What follows belongs to an exercise in optimizing a design on an open flow for small area, a short achievable clock period and few clock cycles per item; a production flow would make more cautious choices. At most, simulation tests tie the RTL to the original design; equivalence was not proved.

== the previous run ==
// cph_aes
module cph_aes (
    input  wire         clk,
    input  wire         rst,          
    input  wire         in_valid,
    output wire         in_ready,
    input  wire [255:0] in_key,       
    input  wire [127:0] in_block,     
    output reg          out_valid,
    output wire [127:0] out_block     
);
Size: roughly 5300 cells after synthesis, ~1100 flip-flops, roughly 520 I/O pins.
export LEC_CHECK = 0
export CAP_MARGIN = 20
export CORE_MARGIN = 2
export CORE_UTILIZATION = 45
export GPL_ROUTABILITY_DRIVEN = 0
export PLACE_DENSITY = 0.6
export SETUP_SLACK_MARGIN = 4.7
export SLEW_MARGIN = 20
export SYNTH_HIERARCHICAL = 1
export SYNTH_MINIMUM_KEEP_SIZE = 0
create_clock -name core_clock -period 8.0 [get_ports {clk}]
standard.sh (not shown) runs the stock make flow with config.mk's settings and CLKGATE_MAP_FILE= SYNTH_SCRIPT=/design/flow/synth_recipe.tcl, a recipe that flattens the netlist after the stock synthesis.
==> flow/flow/run.sh <==
#!/bin/bash
# The standard layout, except that the port buffers are plain
# sky130_fd_sc_hd__buf_1 cells rather than the delay cells buffer_ports picks.
set -euo pipefail
bash standard.sh "BUFFER_PORTS_ARGS=-buffer_cell sky130_fd_sc_hd__buf_1" finish > standard_flow.log 2>&1
Testbench counts of the previous run, summed over its fixed seeds: cycles 45,408, items 3,238.
--- input diff the previous run..the current run ---
# the previous run
export LEC_CHECK = 0
export CAP_MARGIN = 20
export CORE_MARGIN = 2
export CORE_UTILIZATION = 45
export GPL_ROUTABILITY_DRIVEN = 0
export PLACE_DENSITY = 0.6
export SETUP_SLACK_MARGIN = 4.7
export SLEW_MARGIN = 20
export SYNTH_HIERARCHICAL = 1
export SYNTH_MINIMUM_KEEP_SIZE = 0
create_clock -name core_clock -period 8.0 [get_ports {clk}]
# the current run
export LEC_CHECK = 0
export CAP_MARGIN = 20
export CORE_MARGIN = 2
export CORE_UTILIZATION = 55
export PLACE_DENSITY = 0.65
export SETUP_SLACK_MARGIN = 4.7
export SLEW_MARGIN = 20
export SYNTH_HIERARCHICAL = 1
export SYNTH_MINIMUM_KEEP_SIZE = 0
create_clock -name core_clock -period 8.0 [get_ports {clk}]
--- outcome ---
The current run vs. the previous run: CTS clock-pin slew for the worst setup and hold paths did not really move, met3 wirelength from detailed routing went down, length in cells of the worst reg-to-reg path went down, hold slack went up, global-route usage went up.
Changes observed in the current run relative to the previous run: post-route worst setup slack +0.046 ns; design area went down.
Of the current run and the previous run, it is the current run that has the higher register-to-register slack.

========
## blue
cph_aes, a different RTL version from the one above (not shown whole).
Size in the first run: roughly 390 flip-flops, about 520 I/O pins, about 40000 µm² of cells after synthesis.
## cph_aes
module cph_aes (
    input  wire         clk,
    input  wire         rst,          
    input  wire         in_valid,
    output wire         in_ready,
    input  wire [255:0] in_key,       
    input  wire [127:0] in_block,     
    output reg          out_valid,
    output wire [127:0] out_block     
);
Settings: LEC_CHECK=0, CAP_MARGIN=20, CORE_MARGIN=2, CORE_UTILIZATION=45, PLACE_DENSITY=0.6, SLEW_MARGIN=20, SYNTH_HIERARCHICAL=1, SYNTH_MINIMUM_KEEP_SIZE=0; clock period 8.0 ns.
run.sh (not shown) runs the stock make flow with config.mk's settings and CLKGATE_MAP_FILE= SYNTH_SCRIPT=/design/flow/synth_recipe.tcl, a recipe that flattens the netlist after the stock synthesis.
Stock flow here: none of the scripts above is used.
Testbench counts of blue, summed over its fixed seeds: cycles 48,578, items 3,238.
Input changes introduced in red (baseline for comparison: blue):
diff --git a/flow/config.mk b/flow/config.mk
--- a/flow/config.mk
+++ b/flow/config.mk
@@ -11,2 +11,3 @@
 export PLACE_DENSITY = 0.6
+export SETUP_SLACK_MARGIN = 3
 export SLEW_MARGIN = 20
[summary]
Detailed placer's ending HPWL: red vs blue — no meaningful difference. red ended with more first-iteration DRC count than blue. red reports a higher detailed-routed wire length on met2 than blue does. red reached the final stage; the timing, DRC and antenna checks on its layout passed. blue completed every stage of the flow, and the final layout passed the timing, DRC and antenna checks. Sort red and blue by non-clock buffer count, ascending, and blue comes first. Against blue as the reference, red delivers a higher highest achievable clock rate. In the reports for red and blue, the larger final non-filler cell area belongs to red.

========
Another version of the RTL of cph_aes (not shown whole).
Size: roughly 1100 flip-flops, ~56000 um2 of cells after synthesis.
Settings: LEC_CHECK=0, CAP_MARGIN=20, CORE_MARGIN=2, CORE_UTILIZATION=50, CTS_CLUSTER_DIAMETER=100, CTS_CLUSTER_SIZE=20, PLACE_DENSITY=0.62, SETUP_SLACK_MARGIN=5.0, SLEW_MARGIN=20, SYNTH_HIERARCHICAL=1, SYNTH_MINIMUM_KEEP_SIZE=0; clock period 8.0 ns.
standard.sh (not shown) runs the stock make flow with config.mk's settings and CLKGATE_MAP_FILE= SYNTH_SCRIPT=/design/flow/synth_recipe.tcl, a recipe that flattens the netlist after the stock synthesis.
Scripts as last shown in full above: flow/flow/run.sh
Testbench counts at the start, summed over its fixed seeds: cycles 45,408, items 3,238.
Change:
- CORE_UTILIZATION: 50 -> 45
- PLACE_DENSITY: 0.62 -> 0.6
- SETUP_SLACK_MARGIN: 5.0 -> 4.7
The new run completed without violations.
Clock skew goes up by 3.2 ps.
Utilization goes down by 11 points.
Via count goes down by about 3%.
Sequential share of layout area goes up by 2.6 points.
Synthesized area stays the same.
Synthesized cell count stays the same.
Change:
==> flow/flow/run.sh (replaced) <==
#!/bin/bash
# The standard layout, except that the port buffers are plain
# sky130_fd_sc_hd__buf_1 cells rather than the delay cells buffer_ports picks,
# and that timing repair aims for 5.2 ns of setup slack at the 8 ns clock.
set -euo pipefail
bash standard.sh "BUFFER_PORTS_ARGS=-buffer_cell sky130_fd_sc_hd__buf_1" "SETUP_SLACK_MARGIN=5.2" finish > standard_flow.log 2>&1
- CORE_UTILIZATION: 45 -> 55
- PLACE_DENSITY: 0.6 -> 0.65
- SETUP_SLACK_MARGIN: 4.7 -> 5.0
What happened:
- worst setup slack improves by 370 ps
- register-to-register slack improves by 370 ps
- fmax came out higher by 12%
- via count came out higher by 10%
- clock skew came out lower by 13 ps

========
RTL: one of the versions met above, not the one the previous note started from.
Size in the first run: roughly 5300 cells after synthesis, roughly 1100 flip-flops.
==> flow/config.mk <==
export PLATFORM = sky130hd
export DESIGN_NAME = cph_aes
export DESIGN_NICKNAME = cph_aes
export VERILOG_FILES = /design/flow/design.v
export SDC_FILE = /design/flow/constraint.sdc
export NUM_CORES = 8
export LEC_CHECK = 0
export CAP_MARGIN = 20
export CORE_MARGIN = 2
export CORE_UTILIZATION = 45
export PLACE_DENSITY = 0.6
export SETUP_SLACK_MARGIN = 4.9
export SLEW_MARGIN = 20
export SYNTH_HIERARCHICAL = 1
export SYNTH_MINIMUM_KEEP_SIZE = 0
==> flow/constraint.sdc <==
create_clock -name core_clock -period 8.0 [get_ports {clk}]
set_input_delay 1.6000 -clock core_clock [delete_from_list [all_inputs] [get_ports {clk}]]
set_output_delay 1.6000 -clock core_clock [all_outputs]
set_load 0.01 [all_outputs]
==> flow/flow/run.sh <==
#!/bin/bash
# The standard layout, except that the port buffers are plain
# sky130_fd_sc_hd__buf_1 cells rather than the delay cells buffer_ports picks.
set -euo pipefail
bash standard.sh "BUFFER_PORTS_ARGS=-buffer_cell sky130_fd_sc_hd__buf_1" finish > standard_flow.log 2>&1
Testbench counts at the start, summed over its fixed seeds: cycles 45,408, items 3,238.
Change:
--- a/flow/config.mk
+++ b/flow/config.mk
@@ -9,6 +9,8 @@
 export CORE_MARGIN = 2
 export CORE_UTILIZATION = 45
+export CTS_CLUSTER_DIAMETER = 100
+export CTS_CLUSTER_SIZE = 20
 export PLACE_DENSITY = 0.6
-export SETUP_SLACK_MARGIN = 4.9
+export SETUP_SLACK_MARGIN = 4.7
 export SLEW_MARGIN = 20
 export SYNTH_HIERARCHICAL = 1
Global-route usage decreases by 0.81 points.
Routed wire length decreases by 3.7%.
Setup slack got worse by 170 ps.
Synthesized area stays the same.
Via count decreases by 4.1%.
Final area decreases by 8.6%.
Change:
--- a/flow/config.mk
+++ b/flow/config.mk
@@ -8,8 +8,8 @@
 export CAP_MARGIN = 20
 export CORE_MARGIN = 2
-export CORE_UTILIZATION = 45
+export CORE_UTILIZATION = 55
 export CTS_CLUSTER_DIAMETER = 100
 export CTS_CLUSTER_SIZE = 20
-export PLACE_DENSITY = 0.6
+export PLACE_DENSITY = 0.65
 export SETUP_SLACK_MARGIN = 4.7
 export SLEW_MARGIN = 20
Clock-buffer cell count came out lower by 2.
Cell area came out lower by 1.4%.
Worst setup slack got worse by 33 ps.
Utilization came out higher by 11 points.
Routed wire length came out lower by 4.9%.
Worst hold slack got worse by 3.9 ps.
Change:
--- a/flow/config.mk
+++ b/flow/config.mk
@@ -8,8 +8,8 @@
 export CAP_MARGIN = 20
 export CORE_MARGIN = 2
-export CORE_UTILIZATION = 55
-export CTS_CLUSTER_DIAMETER = 100
-export CTS_CLUSTER_SIZE = 20
-export PLACE_DENSITY = 0.65
+export CORE_UTILIZATION = 45
+export CTS_CLUSTER_DIAMETER = 150
+export CTS_CLUSTER_SIZE = 30
+export PLACE_DENSITY = 0.6
 export SETUP_SLACK_MARGIN = 4.7
 export SLEW_MARGIN = 20
The changed run finished clean.
Worst setup slack improved by 15 ps.
Sequential share of layout area is about the same.
Via count is higher by 0.54%.
Change:
--- a/flow/config.mk
+++ b/flow/config.mk
@@ -9,6 +9,4 @@
 export CORE_MARGIN = 2
 export CORE_UTILIZATION = 45
-export CTS_CLUSTER_DIAMETER = 150
-export CTS_CLUSTER_SIZE = 30
 export PLACE_DENSITY = 0.6
 export SETUP_SLACK_MARGIN = 4.7
Effect: Global-route usage climbs by 0.50 points; fmax is about the same; non-clock buffer count drops by 7; core utilization climbs by 2.4 points; clock-buffer cell count climbs by 119; die area is unchanged; cell count climbs by a few percent; clock skew climbs by 9.3 ps; register-to-register slack hardly moves.

========
Another version of the RTL of cph_aes (not shown whole).
For scale: about 5500 cells after synthesis, roughly 1100 flip-flops, about 0.059 mm^2 of cells after synthesis.
Settings: LEC_CHECK=0, CAP_MARGIN=20, CORE_MARGIN=2, CORE_UTILIZATION=45, PLACE_DENSITY=0.6, SETUP_SLACK_MARGIN=4, SLEW_MARGIN=20, SYNTH_HIERARCHICAL=1, SYNTH_MINIMUM_KEEP_SIZE=0; clock period 8.0 ns.
run.sh (not shown) runs the stock make flow with config.mk's settings and CLKGATE_MAP_FILE= SYNTH_SCRIPT=/design/flow/synth_recipe.tcl, a recipe that flattens the netlist after the stock synthesis.
Stock flow here: none of the scripts above is used.
The first run went through all stages and came out clean.
Edit:
==> flow/flow/run.sh (new file) <==
#!/bin/bash
# The standard layout, except that the port buffers are plain
# sky130_fd_sc_hd__buf_1 cells rather than the delay cells buffer_ports picks.
set -euo pipefail
bash standard.sh "BUFFER_PORTS_ARGS=-buffer_cell sky130_fd_sc_hd__buf_1" finish > standard_flow.log 2>&1
==> flow/standard.sh (new file) <==
#!/bin/bash
# synth_recipe.tcl (not shown) runs the flow's synth.tcl, then flattens the netlist and writes it again
# the make line also repeats each setting of config.mk as NAME=value (left out here)
make -C /OpenROAD-flow-scripts/flow DESIGN_CONFIG=/design/flow/config.mk WORK_HOME=/design/flow/orfs CLKGATE_MAP_FILE= SYNTH_SCRIPT=/design/flow/synth_recipe.tcl "${@:-finish}"
- CORE_UTILIZATION: 45 -> 60
- PLACE_DENSITY: 0.6 -> 0.75
- SETUP_SLACK_MARGIN: 4 -> 4.5
removed: flow/run.sh
Die area drops by 25%.
Wire length drops by 6.2%.
Final cell count drops by 6.0%.
Worst hold slack stays flat.
Count of clock-buffer cells in the layout drops by 1.
Via count climbs by 3.8%.
Area after synthesis is unchanged.
Cell area drops by 1.8%.
Function was not checked in any run of this note: the RTL went through the layout flow alone.

========
RTL: one of the versions met above, not the one the previous note started from.
Size: ~1100 flip-flops, about 520 I/O pins.
export LEC_CHECK = 0
export CAP_MARGIN = 20
export CORE_MARGIN = 2
export CORE_UTILIZATION = 55
export CTS_CLUSTER_DIAMETER = 100
export CTS_CLUSTER_SIZE = 20
export PLACE_DENSITY = 0.65
export SETUP_SLACK_MARGIN = 5.0
export SLEW_MARGIN = 20
export SYNTH_HIERARCHICAL = 1
export SYNTH_MINIMUM_KEEP_SIZE = 0
create_clock -name core_clock -period 8.0 [get_ports {clk}]
standard.sh (not shown) runs the stock make flow with config.mk's settings and CLKGATE_MAP_FILE= SYNTH_SCRIPT=/design/flow/synth_recipe.tcl, a recipe that flattens the netlist after the stock synthesis.
==> flow/flow/run.sh <==
#!/bin/bash
# The standard layout, except that the port buffers are plain
# sky130_fd_sc_hd__buf_1 cells rather than the delay cells buffer_ports picks.
set -euo pipefail
bash standard.sh "BUFFER_PORTS_ARGS=-buffer_cell sky130_fd_sc_hd__buf_1" finish > standard_flow.log 2>&1
The first run produced a clean layout.
Testbench counts at the start, summed over its fixed seeds: cycles 45,408, items 3,238.
Next try:
--- a/flow/config.mk
+++ b/flow/config.mk
@@ -9,6 +9,6 @@
 export CORE_MARGIN = 2
-export CORE_UTILIZATION = 55
+export CORE_UTILIZATION = 45
 export CTS_CLUSTER_DIAMETER = 100
 export CTS_CLUSTER_SIZE = 20
-export PLACE_DENSITY = 0.65
+export PLACE_DENSITY = 0.6
 export SETUP_SLACK_MARGIN = 5.0
After rerunning: Core utilization fell by 12 points; clock skew goes up by 0.0068 ns; cell count goes up by about 4.5%; hold slack hardly moves; final area came out higher by 1.1%; via count stays flat; area after synthesis is unchanged.

========
cph_aes again, from the RTL that the note above started with.
clock: 8.0 ns
lec_check: 0
cap_margin: 20
core_margin: 2
core_utilization: 55
cts_cluster_diameter: 100
cts_cluster_size: 20
place_density: 0.65
setup_slack_margin: 4.47
slew_margin: 20
synth_hierarchical: 1
synth_minimum_keep_size: 0
Scripts as last shown in full above: flow/flow/run.sh
The baseline passed the timing, DRC and antenna checks.
Testbench counts at the start, summed over its fixed seeds: cycles 45,408, items 3,238.
==> next run, changes <==
SETUP_SLACK_MARGIN = 4.9   (was 4.47)
Register-to-register slack gets better by 0.33 ns.
Non-clock buffer count grows by 139.
Clock-buffer cell count does not change.
Design area grows by a little under a tenth.
==> next run, changes <==
SETUP_SLACK_MARGIN = 4.48   (was 4.9)
Effect: The new run passed the timing, DRC and antenna checks; design area drops by 7.3%; count of clock-buffer cells in the layout does not change; worst setup slack loses 0.35 ns; sequential share of layout area climbs by 2.5 points; worst hold slack stays flat; wire length drops by about 2.3%; utilization drops by 4.9 points; final cell count drops by about 1.8%; via count drops by 1.4%.
==> next run, changes <==
CORE_UTILIZATION = 60   (was 55)
PLACE_DENSITY = 0.7   (was 0.65)
SETUP_SLACK_MARGIN = 5.0   (was 4.48)
After rerunning:
- The changed run produced a clean layout
- fmax is higher by a little under a tenth
- non-clock buffer count came out higher by 274
- core utilization increases by 14 points
- routed wire length grows by a few percent
- first-iteration DRC count rose by a quarter to a third
- area after synthesis does not change

========
cph_aes with an RTL version that a note above also has.
Size in the first run: ~1100 flip-flops, roughly 520 I/O pins, about 56000 sq um of cells after synthesis.
clock: 8.0 ns
lec_check: 0
cap_margin: 20
core_margin: 2
core_utilization: 45
place_density: 0.8
setup_slack_margin: 4.7
slew_margin: 20
synth_hierarchical: 1
synth_minimum_keep_size: 0
Scripts as last shown in full above: flow/flow/run.sh
Testbench counts at the start, summed over its fixed seeds: cycles 45,408, items 3,238.
==> next run, changes <==
- CTS_CLUSTER_DIAMETER: unset -> 120
- CTS_CLUSTER_SIZE: unset -> 24
- PLACE_DENSITY: 0.8 -> 0.6
- SETUP_SLACK_MARGIN: 4.7 -> 4.8
- The changed run finished with timing, DRC and antenna clean
- design area is lower by 0.88%
- via count is lower by 4.6%
- synthesized area is unchanged
- global-route usage is higher by 0.16 points
- worst hold slack improved by 21 ps
==> next run, changes <==
- SETUP_SLACK_MARGIN: 4.8 -> 4.7
What happened: Routed wire length shrinks by 2.4%.
==> next run, changes <==
- CTS_CLUSTER_DIAMETER: 120 -> 100
- CTS_CLUSTER_SIZE: 24 -> 20
- SETUP_SLACK_MARGIN: 4.7 -> 4.8
The changed run completed without violations.
Maximum frequency rose by 0.60%.
Core utilization rose by 1.8 points.
Global-route usage goes up by 0.73 points.
Via count rose by 2.0%.
First-iteration DRC count came out higher by 20%.
Wire length increases by 2.8%.
Worst hold slack is worse by 19 ps.
Die area does not change.
Clock-buffer cell count went up by 15.
==> next run, changes <==
- CTS_CLUSTER_DIAMETER: 100 -> unset
- CTS_CLUSTER_SIZE: 20 -> unset
- SETUP_SLACK_MARGIN: 4.8 -> 4.5
The changed run went through all stages and came out clean.
Cell area came out lower by 2.3%.
Die area does not change.

separate check: timing with driven ports:
Ports are ideal in the flow. The routed layouts listed here were re-timed in OpenROAD.
Step 1, drivers: a clkbuf_16 drives clk and a buf_2 each remaining input, both assumed.
Step 2, shift: input delay + t, output delay - t, t = (earliest + latest rising clock arrival at the registers) / 2. This alone moves slack from input paths to output paths.
a / b / c = ideal / step 1 / step 2; a / b = the first two.
| run | shift t [ns] | slack for setup (ns) | worst setup path after step 2 |
|---|---|---|---|
| the previous run | 0.832 | 4.677 / 4.677 / 4.677 | register to register |
| the current run | 0.772 | 4.724 / 4.724 / 4.724 | register to register |
| blue | 0.669 | 0.487 / 0.487 / 0.487 | register to register |
| red | 0.708 | 0.938 / 0.938 / 0.938 | register to register |
| the first run of note 3 | 0.746 | 4.904 / 4.904 / 4.904 | register to register |
| the second run of note 3 | 0.746 | 4.645 / 4.645 / 4.645 | register to register |
| the third run of note 3 | 0.740 | 5.014 / 5.014 / 4.829 | input to register |
| the first run of note 4 | 0.829 | 4.893 / 4.893 / 4.893 | register to register |
| the second run of note 4 | 0.754 | 4.721 / 4.721 / 4.721 | register to register |
| the third run of note 4 | 0.724 | 4.687 / 4.687 / 4.687 | register to register |
| the fourth run of note 4 | 0.764 | 4.702 / 4.702 / 4.702 | register to register |
| the fifth run of note 4 | 0.843 | 4.707 / 4.707 / 4.707 | register to register |
| the first run of note 5 | 0.804 | 4.183 / 4.108 / 4.189 | register to register |
| the second run of note 5 | 0.758 | 4.450 / 4.450 / 4.450 | register to register |
| the first run of note 6 | 0.742 | 4.991 / 4.991 / 4.948 | input to register |
| the second run of note 6 | 0.744 | 4.940 / 4.940 / 4.940 | register to register |
| the first run of note 7 | 0.738 | 4.462 / 4.462 / 4.462 | register to register |
| the second run of note 7 | 0.735 | 4.792 / 4.792 / 4.792 | register to register |
| the third run of note 7 | 0.738 | 4.439 / 4.439 / 4.439 | register to register |
| the fourth run of note 7 | 0.720 | 4.701 / 4.701 / 4.701 | register to register |
| the first run of note 8 | 0.821 | 4.640 / 4.640 / 4.640 | register to register |
| the second run of note 8 | 0.778 | 4.770 / 4.770 / 4.770 | register to register |
| the third run of note 8 | 0.775 | 4.633 / 4.633 / 4.633 | register to register |
| the fourth run of note 8 | 0.730 | 4.653 / 4.653 / 4.653 | register to register |
| the fifth run of note 8 | 0.837 | 4.541 / 4.541 / 4.541 | register to register |
After both steps setup and hold are still met in every run listed. The setup slack of the third run of note 3, which loses most, moves by 0.000 ns with the drivers and by -0.185 ns with both steps.
